Background: an optimization exercise with open tools, aiming at small area. Do not read the settings as production practice.
The RTL was checked by simulation tests, not by an equivalence proof against the original design.

==> inputs of trial 75 <==
## cbs_window_quad
module cbs_window_quad (
    input  wire        clk,
    input  wire        rst,
    input  wire        trig,
    input  wire [15:0] cfg_len,
    input  wire        cfg_sinc3,
    input  wire [3:0]  bits,
    input  wire [63:0] cal_ofs,
    input  wire [79:0] cal_gain,
    input  wire [3:0]  cal_valid,
    input  wire [3:0]  offset_bin,
    output wire        ready,
    output reg         done,
    output wire [63:0] code,
    output wire [3:0]  clamp,
    output wire [3:0]  cal_inv,
    output wire [15:0] len_out
);
    reg        open;
    reg        sinc3;
    reg [15:0] lreg;       
    reg [15:0] cnt;        
    reg [1:0]  phase;
    reg [28:0] wgt;        
    reg [15:0] bv;         
    reg [15:0] len_cap;
    wire start = trig && !open && !rst;
    assign ready = !open;
    wire        csmall = (cnt[15:4] == 12'd0);
    wire        hit    = csmall && (sinc3 ? ((phase == 2'd0) ? (cnt[3:0] >= 4'd6 && cnt[3:0] <= 4'd8)
                                                             : (cnt[3:0] >= 4'd3 && cnt[3:0] <= 4'd5))
                                          : (cnt[3:0] == 4'd2));
    wire        last   = open && hit && (!sinc3 || phase == 2'd2);
    wire [15:0] cdec   = cnt + (sinc3 ? 16'hfffd : 16'hffff);
    wire [15:0] wlo;
    wire        wco;
    cbs_rca #(16) wadd (.a(wgt[15:0]), .b(bv), .ci(1'b0), .s(wlo), .co(wco));
    wire [12:0] whi = wgt[28:16] + {13{bv[15]}} + {12'd0, wco};
    wire [1:0]  r3  = cnt[1:0] + 2'd1;     
    wire [15:0] span = lreg - {14'd0, sinc3 ? r3 : 2'd0};
    always @(posedge clk) begin
        if (rst)
            open <= 1'b0;
        else if (start)
            open <= 1'b1;
        else if (last)
            open <= 1'b0;
        if (start) begin
            sinc3 <= cfg_sinc3;
            lreg  <= cfg_len;
            cnt   <= cfg_len;
            phase <= 2'd0;
            wgt   <= cfg_sinc3 ? 29'd0 : 29'd1;
            bv    <= cfg_sinc3 ? 16'd1 : 16'd0;
        end else begin
            if (hit && sinc3 && phase != 2'd2) begin
                cnt   <= lreg;
                phase <= phase + 2'd1;
            end else begin
                cnt <= cdec;
            end
            wgt <= {whi, wlo};
            if (sinc3)
  ...
export LEC_CHECK = 0
export CAP_MARGIN = 20
export CORE_MARGIN = 2
export CORE_UTILIZATION = 70
export CTS_BUF_LIST = sky130_fd_sc_hd__clkbuf_8 sky130_fd_sc_hd__clkbuf_16
export CTS_CLUSTER_DIAMETER = 70
export CTS_CLUSTER_SIZE = 32
export PLACE_DENSITY = 0.75
export SLEW_MARGIN = 20
create_clock -name core_clock -period 15.0 [get_ports {clk}]
standard.sh (not shown) runs the stock make flow with config.mk's settings and CLKGATE_MAP_FILE= SYNTH_SCRIPT=/design/flow/synth_recipe.tcl, a recipe that flattens the netlist after the stock synthesis.
==> flow/flow/run.sh <==
#!/bin/bash
# Custom flow: the standard flow with two changes that do not touch the
# design, its registers or its constraints:
#  - synthesis maps the logic with the ABC script in abc_map.script
#    (an area-recovering &nf mapping) instead of ORFS's abc_speed.script;
#  - port buffers use the smallest buffer cell.
# Everything else (scripts, settings, power grid, taps) is ORFS's own.
set -euo pipefail
HERE=$(pwd)
rm -rf "$HERE/scripts_mod"
cp -r "$FLOW_HOME/scripts" "$HERE/scripts_mod"
cp "$HERE/flow/abc_map.script" "$HERE/scripts_mod/abc_speed.script"
bash standard.sh SCRIPTS_DIR="$HERE/scripts_mod" \
    BUFFER_PORTS_ARGS="-buffer_cell sky130_fd_sc_hd__buf_1" finish > standard.log 2>&1
==> flow/flow/abc_map.script <==
strash
&get -n
&fraig -x
&put
scorr
dc2
dretime
strash
&get -n
&dch -f
&nf {D}
&put
buffer -c
topo
stime -c
upsize -c
dnsize -c
==> build 31: changes against trial 75 <==
--- a/flow/design.v
+++ b/flow/design.v
@@ -11,12 +11,27 @@
     generate for (i = 0; i < W; i = i + 1) begin : g
         assign s[i]   = a[i] ^ b[i] ^ c[i];
         assign c[i+1] = (a[i] & b[i]) | (a[i] & c[i]) | (b[i] & c[i]);
     end endgenerate
     assign co = c[W];
 endmodule
+module cbs_csel #(parameter W = 16, parameter L = 8) (
+    input  wire [W-1:0] a,
+    input  wire [W-1:0] b,
+    input  wire         ci,
+    output wire [W-1:0] s,
+    output wire         co
+);
+    wire         cl, c0, c1;
+    wire [W-L-1:0] h0, h1;
+    cbs_rca #(L)   lo  (.a(a[L-1:0]), .b(b[L-1:0]), .ci(ci),   .s(s[L-1:0]), .co(cl));
+    cbs_rca #(W-L) hi0 (.a(a[W-1:L]), .b(b[W-1:L]), .ci(1'b0), .s(h0), .co(c0));
+    cbs_rca #(W-L) hi1 (.a(a[W-1:L]), .b(b[W-1:L]), .ci(1'b1), .s(h1), .co(c1));
+    assign s[W-1:L] = cl ? h1 : h0;
+    assign co = cl ? c1 : c0;
+endmodule
 module cbs_csel3 #(parameter W = 16, parameter L1 = 6, parameter L2 = 11) (
     input  wire [W-1:0] a,
     input  wire [W-1:0] b,
     input  wire         ci,
     output wire [W-1:0] s,
     output wire         co
@@ -46,64 +61,72 @@
     input  wire [3:0]  cal_valid,
     input  wire [3:0]  offset_bin,
     output wire        ready,
     output reg         done,
     output wire [63:0] code,
     output wire [3:0]  clamp,
-    output wire [3:0]  cal_inv,
+    output reg  [3:0]  cal_inv,
     output wire [15:0] len_out
 );
     reg        open;
     reg        sinc3;
-    reg [15:0] lreg;       
-    reg [15:0] cnt;        
+    reg [15:0] mreg;       
+    reg [1:0]  r3;         
+    reg [15:0] pc;         
     reg [1:0]  phase;
     reg [28:0] wgt;        
     reg [15:0] bv;         
     reg [15:0] len_cap;
     wire start = trig && !open && !rst;
     assign ready = !open;
-    wire        csmall = (cnt[15:4] == 12'd0);
-    wire        hit    = csmall && (sinc3 ? ((phase == 2'd0) ? (cnt[3:0] >= 4'd6 && cnt[3:0] <= 4'd8)
-                                                             : (cnt[3:0] >= 4'd3 && cnt[3:0] <= 4'd5))
-                                          : (cnt[3:0] == 4'd2));
-    wire        last   = open && hit && (!sinc3 || phase == 2'd2);
-    wire [15:0] cdec   = cnt + (sinc3 ? 16'hfffd : 16'hffff);
+    wire [15:0] pc_inc   = pc + 16'd1;
+    wire        divstep  = sinc3 && (phase == 2'd0) && (pc[15:5] == 11'd0) &&
+                           !(pc[4] && (pc[3:0] != 4'd0));
+    wire        hit      = (pc_inc == mreg) && !divstep;
+    wire        last     = open && hit && (!sinc3 || phase == 2'd2);
+    wire [2:0]  r3x      = {r3, mreg[15]};
+    wire        r3ge     = (r3x >= 3'd3);
+    wire [1:0]  r3n      = r3ge ? (r3x[1:0] - 2'd3) : r3x[1:0];
     wire [15:0] wlo;
     wire        wco;
     cbs_rca #(16) wadd (.a(wgt[15:0]), .b(bv), .ci(1'b0), .s(wlo), .co(wco));
     wire [12:0] whi = wgt[28:16] + {13{bv[15]}} + {12'd0, wco};
-    wire [1:0]  r3  = cnt[1:0] + 2'd1;     
-    wire [15:0] span = lreg - {14'd0, sinc3 ? r3 : 2'd0};
+    wire [15:0] m3;
+    cbs_rca #(16) madd (.a(mreg), .b({mreg[14:0], 1'b0}), .ci(1'b0), .s(m3), .co());
     always @(posedge clk) begin
         if (rst)
             open <= 1'b0;
         else if (start)
             open <= 1'b1;
         else if (last)
             open <= 1'b0;
         if (start) begin
             sinc3 <= cfg_sinc3;
-            lreg  <= cfg_len;
-            cnt   <= cfg_len;
+            mreg  <= cfg_len;
+            r3    <= 2'd0;
+            pc    <= 16'd1;
             phase <= 2'd0;
             wgt   <= cfg_sinc3 ? 29'd0 : 29'd1;
             bv    <= cfg_sinc3 ? 16'd1 : 16'd0;
         end else begin
+            if (divstep) begin
+                mreg <= {mreg[14:0], r3ge};
+                r3   <= r3n;
+            end
             if (hit && sinc3 && phase != 2'd2) begin
-                cnt   <= lreg;
+                pc    <= 16'd0;
                 phase <= phase + 2'd1;
             end else begin
-                cnt <= cdec;
+                pc <= pc_inc;
             end
             wgt <= {whi, wlo};
             if (sinc3)
                 bv <= bv + ((phase == 2'd1) ? 16'hfffe : 16'd1);
         end
         if (last)
-            len_cap <= span;
+            len_cap <= sinc3 ? m3 : mreg;
     end
     reg [3:0] bits_r;
     reg       first_r, last_r, last_rr, last_r3;
     always @(posedge clk) begin
         bits_r  <= bits;
         first_r <= start;
@@ -118,15 +141,14 @@
         end
     end
     reg  [43:0] acc [0:4];
     reg  [4:0]  cp;
     reg  [17:0] pfx [0:4];
     reg  [4:0]  fz;            
-    wire [4:0]  rel;           
-    wire [4:1]  cwr;           
-    reg         rel0, rel4;
+    reg  [4:0]  rel;           
+    reg  [4:1]  cwr;           
     wire [4:0]  bsel5 = {1'b1, bits_r};
     reg         tick_r;
     always @(posedge clk)
         tick_r <= (start || open) && !rst;
     wire [15:0] ncode;
     wire        nclamp;
@@ -151,27 +173,20 @@
             cp[ch]  <= c15;
         end
         if (ch == 0) begin : g_p0
             always @(posedge clk)
                 pfx[ch] <= {17'd0, hold && on && wgt[0]};
         end else begin : g_pc
-            localparam integer PA = (ch == 1) ? 8 : (ch == 2) ? 10 : (ch == 3) ? 12 : 13;
-            localparam integer PS = (ch == 1) ? 11 : (ch == 2) ? 14 : (ch == 3) ? 16 : 18;
             wire [17:0] pbase = (hold && first_r) ? 18'd0 : pfx[ch];
-            wire [PA-1:0] padd = (on && hold) ? wgt[PA-1:0] : {PA{1'b0}};
-            wire [PA-1:0] plo;
-            wire          pco;
-            cbs_rca #(PA) p (.a(pbase[PA-1:0]), .b(padd), .ci(1'b0), .s(plo), .co(pco));
-            wire [PS-PA-1:0] pmid = pbase[PS-1:PA] + {{(PS-PA-1){1'b0}}, pco};
-            wire [17:0] psum;
-            assign psum[PS-1:0] = {pmid, plo};
-            if (PS < 18) begin : g_top
-                assign psum[17:PS] = pbase[17:PS];
-            end
+            wire [13:0] padd  = (on && hold) ? wgt[13:0] : 14'd0;
+            wire [13:0] plo;
+            wire        pco;
+            cbs_rca #(14) p (.a(pbase[13:0]), .b(padd), .ci(1'b0), .s(plo), .co(pco));
+            wire [3:0]  phi = pbase[17:14] + {3'd0, pco};
             always @(posedge clk)
-                pfx[ch] <= cwr[ch] ? {~cal_valid[ch-1], nclamp, ncode} : psum;
+                pfx[ch] <= cwr[ch] ? {1'b0, nclamp, ncode} : {phi, plo};
         end
     end endgenerate
     reg        pp_on, pre;
     reg [4:0]  s;
     reg [2:0]  gch;
     wire [43:0] dcap = acc[4];
@@ -309,26 +324,32 @@
     wire        inc  = K[37] ? (K[18] && (!gz || !low0)) : K[18];
     wire [18:0] nv   = kh + {18'd0, inc};
     wire        sat  = (nv[18:15] != 4'b0000) && (nv[18:15] != 4'b1111);
     wire [15:0] nc   = sat ? (nv[18] ? 16'h8000 : 16'h7fff) : nv[15:0];
     assign ncode  = nc ^ {obsel, 15'd0};
     assign nclamp = sat;
+    always @(posedge clk)
+        if (fin)
+            cal_inv <= ~cal_valid;
+    wire [1:0] gn1 = gch[1:0] + 2'd1;
     always @(posedge clk) begin
         if (rst) begin
             fz <= 5'd0;
         end else if (last_r) begin
             fz <= 5'b11111;
         end else begin
             fz <= fz & ~rel;
         end
-        rel0 <= last_rr;
-        rel4 <= pp_on && !pre && s == 5'd20 && gch == 3'd3;
+        rel[0] <= last_rr;
+        rel[1] <= pp_on && !pre && s == 5'd3 && gn1 == 2'd1 && gch != 3'd4;
+        rel[2] <= pp_on && !pre && s == 5'd3 && gn1 == 2'd2 && gch != 3'd4;
+        rel[3] <= pp_on && !pre && s == 5'd3 && gn1 == 2'd3 && gch != 3'd4;
+        rel[4] <= pp_on && !pre && s == 5'd20 && gch == 3'd3;
+        cwr[1] <= pp_on && !pre && s == 5'd21 && gch == 3'd0;
+        cwr[2] <= pp_on && !pre && s == 5'd21 && gch == 3'd1;
+        cwr[3] <= pp_on && !pre && s == 5'd21 && gch == 3'd2;
+        cwr[4] <= pp_on && !pre && s == 5'd21 && gch == 3'd3;
     end
-    assign rel = {rel4, du_load && du_ch == 2'd3, du_load && du_ch == 2'd2,
-                  du_load && du_ch == 2'd1, rel0};
-    assign cwr = {gu_load && gch == 3'd4, gu_load && gch == 3'd3,
-                  gu_load && gch == 3'd2, gu_load && gch == 3'd1};
     assign code    = {pfx[4][15:0], pfx[3][15:0], pfx[2][15:0], pfx[1][15:0]};
     assign clamp   = {pfx[4][16], pfx[3][16], pfx[2][16], pfx[1][16]};
-    assign cal_inv = {pfx[4][17], pfx[3][17], pfx[2][17], pfx[1][17]};
     assign len_out = len_cap;
 endmodule
==> flow/flow/run.sh (replaced) <==
#!/bin/bash
# Custom flow: the standard flow, with the port buffers made of the
# smallest buffer cell instead of the resizer's default choice.
set -euo pipefail
bash standard.sh BUFFER_PORTS_ARGS="-buffer_cell sky130_fd_sc_hd__buf_1" finish > standard.log 2>&1
--- a/flow/config.mk
+++ b/flow/config.mk
@@ -6,10 +6,10 @@
 export NUM_CORES = 8
 export LEC_CHECK = 0
 export CAP_MARGIN = 20
 export CORE_MARGIN = 2
 export CORE_UTILIZATION = 70
 export CTS_BUF_LIST = sky130_fd_sc_hd__clkbuf_8 sky130_fd_sc_hd__clkbuf_16
-export CTS_CLUSTER_DIAMETER = 70
-export CTS_CLUSTER_SIZE = 32
+export CTS_CLUSTER_DIAMETER = 60
+export CTS_CLUSTER_SIZE = 30
 export PLACE_DENSITY = 0.75
 export SLEW_MARGIN = 20
removed: flow/flow/abc_map.script
==> build 51: changes against trial 75 <==
--- a/flow/design.v
+++ b/flow/design.v
@@ -118,15 +118,14 @@
         end
     end
     reg  [43:0] acc [0:4];
     reg  [4:0]  cp;
     reg  [17:0] pfx [0:4];
     reg  [4:0]  fz;            
-    wire [4:0]  rel;           
-    wire [4:1]  cwr;           
-    reg         rel0, rel4;
+    reg  [4:0]  rel;           
+    reg  [4:1]  cwr;           
     wire [4:0]  bsel5 = {1'b1, bits_r};
     reg         tick_r;
     always @(posedge clk)
         tick_r <= (start || open) && !rst;
     wire [15:0] ncode;
     wire        nclamp;
@@ -309,26 +308,30 @@
     wire        inc  = K[37] ? (K[18] && (!gz || !low0)) : K[18];
     wire [18:0] nv   = kh + {18'd0, inc};
     wire        sat  = (nv[18:15] != 4'b0000) && (nv[18:15] != 4'b1111);
     wire [15:0] nc   = sat ? (nv[18] ? 16'h8000 : 16'h7fff) : nv[15:0];
     assign ncode  = nc ^ {obsel, 15'd0};
     assign nclamp = sat;
+    wire [1:0] gn1 = gch[1:0] + 2'd1;
     always @(posedge clk) begin
         if (rst) begin
             fz <= 5'd0;
         end else if (last_r) begin
             fz <= 5'b11111;
         end else begin
             fz <= fz & ~rel;
         end
-        rel0 <= last_rr;
-        rel4 <= pp_on && !pre && s == 5'd20 && gch == 3'd3;
+        rel[0] <= last_rr;
+        rel[1] <= pp_on && !pre && s == 5'd3 && gn1 == 2'd1 && gch != 3'd4;
+        rel[2] <= pp_on && !pre && s == 5'd3 && gn1 == 2'd2 && gch != 3'd4;
+        rel[3] <= pp_on && !pre && s == 5'd3 && gn1 == 2'd3 && gch != 3'd4;
+        rel[4] <= pp_on && !pre && s == 5'd20 && gch == 3'd3;
+        cwr[1] <= pp_on && !pre && s == 5'd21 && gch == 3'd0;
+        cwr[2] <= pp_on && !pre && s == 5'd21 && gch == 3'd1;
+        cwr[3] <= pp_on && !pre && s == 5'd21 && gch == 3'd2;
+        cwr[4] <= pp_on && !pre && s == 5'd21 && gch == 3'd3;
     end
-    assign rel = {rel4, du_load && du_ch == 2'd3, du_load && du_ch == 2'd2,
-                  du_load && du_ch == 2'd1, rel0};
-    assign cwr = {gu_load && gch == 3'd4, gu_load && gch == 3'd3,
-                  gu_load && gch == 3'd2, gu_load && gch == 3'd1};
     assign code    = {pfx[4][15:0], pfx[3][15:0], pfx[2][15:0], pfx[1][15:0]};
     assign clamp   = {pfx[4][16], pfx[3][16], pfx[2][16], pfx[1][16]};
     assign cal_inv = {pfx[4][17], pfx[3][17], pfx[2][17], pfx[1][17]};
     assign len_out = len_cap;
 endmodule
==> flow/config.mk (replaced) <==
export PLATFORM = sky130hd
export DESIGN_NAME = cbs_window_quad
export DESIGN_NICKNAME = cbs_window_quad
export VERILOG_FILES = /design/flow/design.v
export SDC_FILE = /design/flow/constraint.sdc
export NUM_CORES = 8
export LEC_CHECK = 0
export CAP_MARGIN = 20
export CORE_MARGIN = 2
export CORE_UTILIZATION = 80
export CTS_BUF_LIST = sky130_fd_sc_hd__clkbuf_8 sky130_fd_sc_hd__clkbuf_16
export CTS_CLUSTER_DIAMETER = 70
export CTS_CLUSTER_SIZE = 32
export PLACE_DENSITY = 0.86
export SLEW_MARGIN = 20
==> build 73: changes against trial 75 <==
--- a/flow/design.v
+++ b/flow/design.v
@@ -118,15 +118,14 @@
         end
     end
     reg  [43:0] acc [0:4];
     reg  [4:0]  cp;
     reg  [17:0] pfx [0:4];
     reg  [4:0]  fz;            
-    wire [4:0]  rel;           
-    wire [4:1]  cwr;           
-    reg         rel0, rel4;
+    reg  [4:0]  rel;           
+    reg  [4:1]  cwr;           
     wire [4:0]  bsel5 = {1'b1, bits_r};
     reg         tick_r;
     always @(posedge clk)
         tick_r <= (start || open) && !rst;
     wire [15:0] ncode;
     wire        nclamp;
@@ -309,26 +308,30 @@
     wire        inc  = K[37] ? (K[18] && (!gz || !low0)) : K[18];
     wire [18:0] nv   = kh + {18'd0, inc};
     wire        sat  = (nv[18:15] != 4'b0000) && (nv[18:15] != 4'b1111);
     wire [15:0] nc   = sat ? (nv[18] ? 16'h8000 : 16'h7fff) : nv[15:0];
     assign ncode  = nc ^ {obsel, 15'd0};
     assign nclamp = sat;
+    wire [1:0] gn1 = gch[1:0] + 2'd1;
     always @(posedge clk) begin
         if (rst) begin
             fz <= 5'd0;
         end else if (last_r) begin
             fz <= 5'b11111;
         end else begin
             fz <= fz & ~rel;
         end
-        rel0 <= last_rr;
-        rel4 <= pp_on && !pre && s == 5'd20 && gch == 3'd3;
+        rel[0] <= last_rr;
+        rel[1] <= pp_on && !pre && s == 5'd3 && gn1 == 2'd1 && gch != 3'd4;
+        rel[2] <= pp_on && !pre && s == 5'd3 && gn1 == 2'd2 && gch != 3'd4;
+        rel[3] <= pp_on && !pre && s == 5'd3 && gn1 == 2'd3 && gch != 3'd4;
+        rel[4] <= pp_on && !pre && s == 5'd20 && gch == 3'd3;
+        cwr[1] <= pp_on && !pre && s == 5'd21 && gch == 3'd0;
+        cwr[2] <= pp_on && !pre && s == 5'd21 && gch == 3'd1;
+        cwr[3] <= pp_on && !pre && s == 5'd21 && gch == 3'd2;
+        cwr[4] <= pp_on && !pre && s == 5'd21 && gch == 3'd3;
     end
-    assign rel = {rel4, du_load && du_ch == 2'd3, du_load && du_ch == 2'd2,
-                  du_load && du_ch == 2'd1, rel0};
-    assign cwr = {gu_load && gch == 3'd4, gu_load && gch == 3'd3,
-                  gu_load && gch == 3'd2, gu_load && gch == 3'd1};
     assign code    = {pfx[4][15:0], pfx[3][15:0], pfx[2][15:0], pfx[1][15:0]};
     assign clamp   = {pfx[4][16], pfx[3][16], pfx[2][16], pfx[1][16]};
     assign cal_inv = {pfx[4][17], pfx[3][17], pfx[2][17], pfx[1][17]};
     assign len_out = len_cap;
 endmodule
==> flow/config.mk (replaced) <==
export PLATFORM = sky130hd
export DESIGN_NAME = cbs_window_quad
export DESIGN_NICKNAME = cbs_window_quad
export VERILOG_FILES = /design/flow/design.v
export SDC_FILE = /design/flow/constraint.sdc
export NUM_CORES = 8
export LEC_CHECK = 0
export CAP_MARGIN = 20
export CORE_MARGIN = 2
export CORE_UTILIZATION = 60
export CTS_BUF_LIST = sky130_fd_sc_hd__clkbuf_8 sky130_fd_sc_hd__clkbuf_16
export CTS_CLUSTER_DIAMETER = 70
export CTS_CLUSTER_SIZE = 32
export PLACE_DENSITY = 0.65
export SLEW_MARGIN = 20
==> impl_metrics.env <==
export IMPL_crit_end="du_r[8]$_DFF_P_"
export IMPL_diodes=2
export IMPL_seq_power_mw=2.81
export IMPL_n_all_inverters=421
export IMPL_top_layer="met4"
export IMPL_status="finished clean"
-- figures above: build 73

==> impl_metrics.env <==
export IMPL_top_layer="met5"
export IMPL_diodes=2
export IMPL_n_all_inverters=421
export IMPL_crit_end="du_r[8]$_DFF_P_"
export IMPL_clockBufferDepth=3
export IMPL_status="finished clean"
export IMPL_cts_tree="built"
export IMPL_r2r_start="du_ch[0]$_SDFF_PP0_"
-- figures above: build 51

==> impl_metrics.env <==
export IMPL_top_layer="met4"
export IMPL_n_all_inverters=422
export IMPL_status="finished clean"
export IMPL_gr_usage_met1_pct=48.6
export IMPL_diodes=2
export IMPL_synth_top_family_by_area="adder cells"
-- figures above: trial 75

==> impl_metrics.env <==
export IMPL_diodes=6
export IMPL_crit_end="du_r[2]$_DFF_P_"
export IMPL_status="finished clean"
export IMPL_seq_power_mw=2.87
-- figures above: build 31

[separate check: timing with driven ports]
Ports are ideal in the flow. The routed layouts listed here were re-timed in OpenROAD. Step 1 assumes that a clkbuf_16 drives the clock port and a buf_2 every other input. Step 2 moves the port delays by t, midway between the first and last clock arrival at a register: inputs arrive t later, outputs are due t later. That takes back most of the time a late clock gives input paths. a / b / c = ideal ports / drivers / drivers and shift; a / b = the first two.
run | t (ns) | setup slack, ns | hold WS [ns] | clock arrival spread, ns | pins driven straight from the clock port
trial 75 | 0.653 | 1.028 / 1.028 / 1.028 | 0.447 / 0.447 / 0.447 | 0.033 / 0.033 | 1
build 31 | 0.686 | 2.231 / 2.231 / 2.231 | 0.407 / 0.407 / 0.407 | 0.051 / 0.051 | 1
build 51 | 0.654 | 0.490 / 0.490 / 0.490 | 0.429 / 0.429 / 0.429 | 0.048 / 0.048 | 1
build 73 | 0.679 | 0.927 / 0.927 / 0.927 | 0.442 / 0.442 / 0.442 | 0.040 / 0.040 | 1
After both steps every run listed still meets setup and hold.
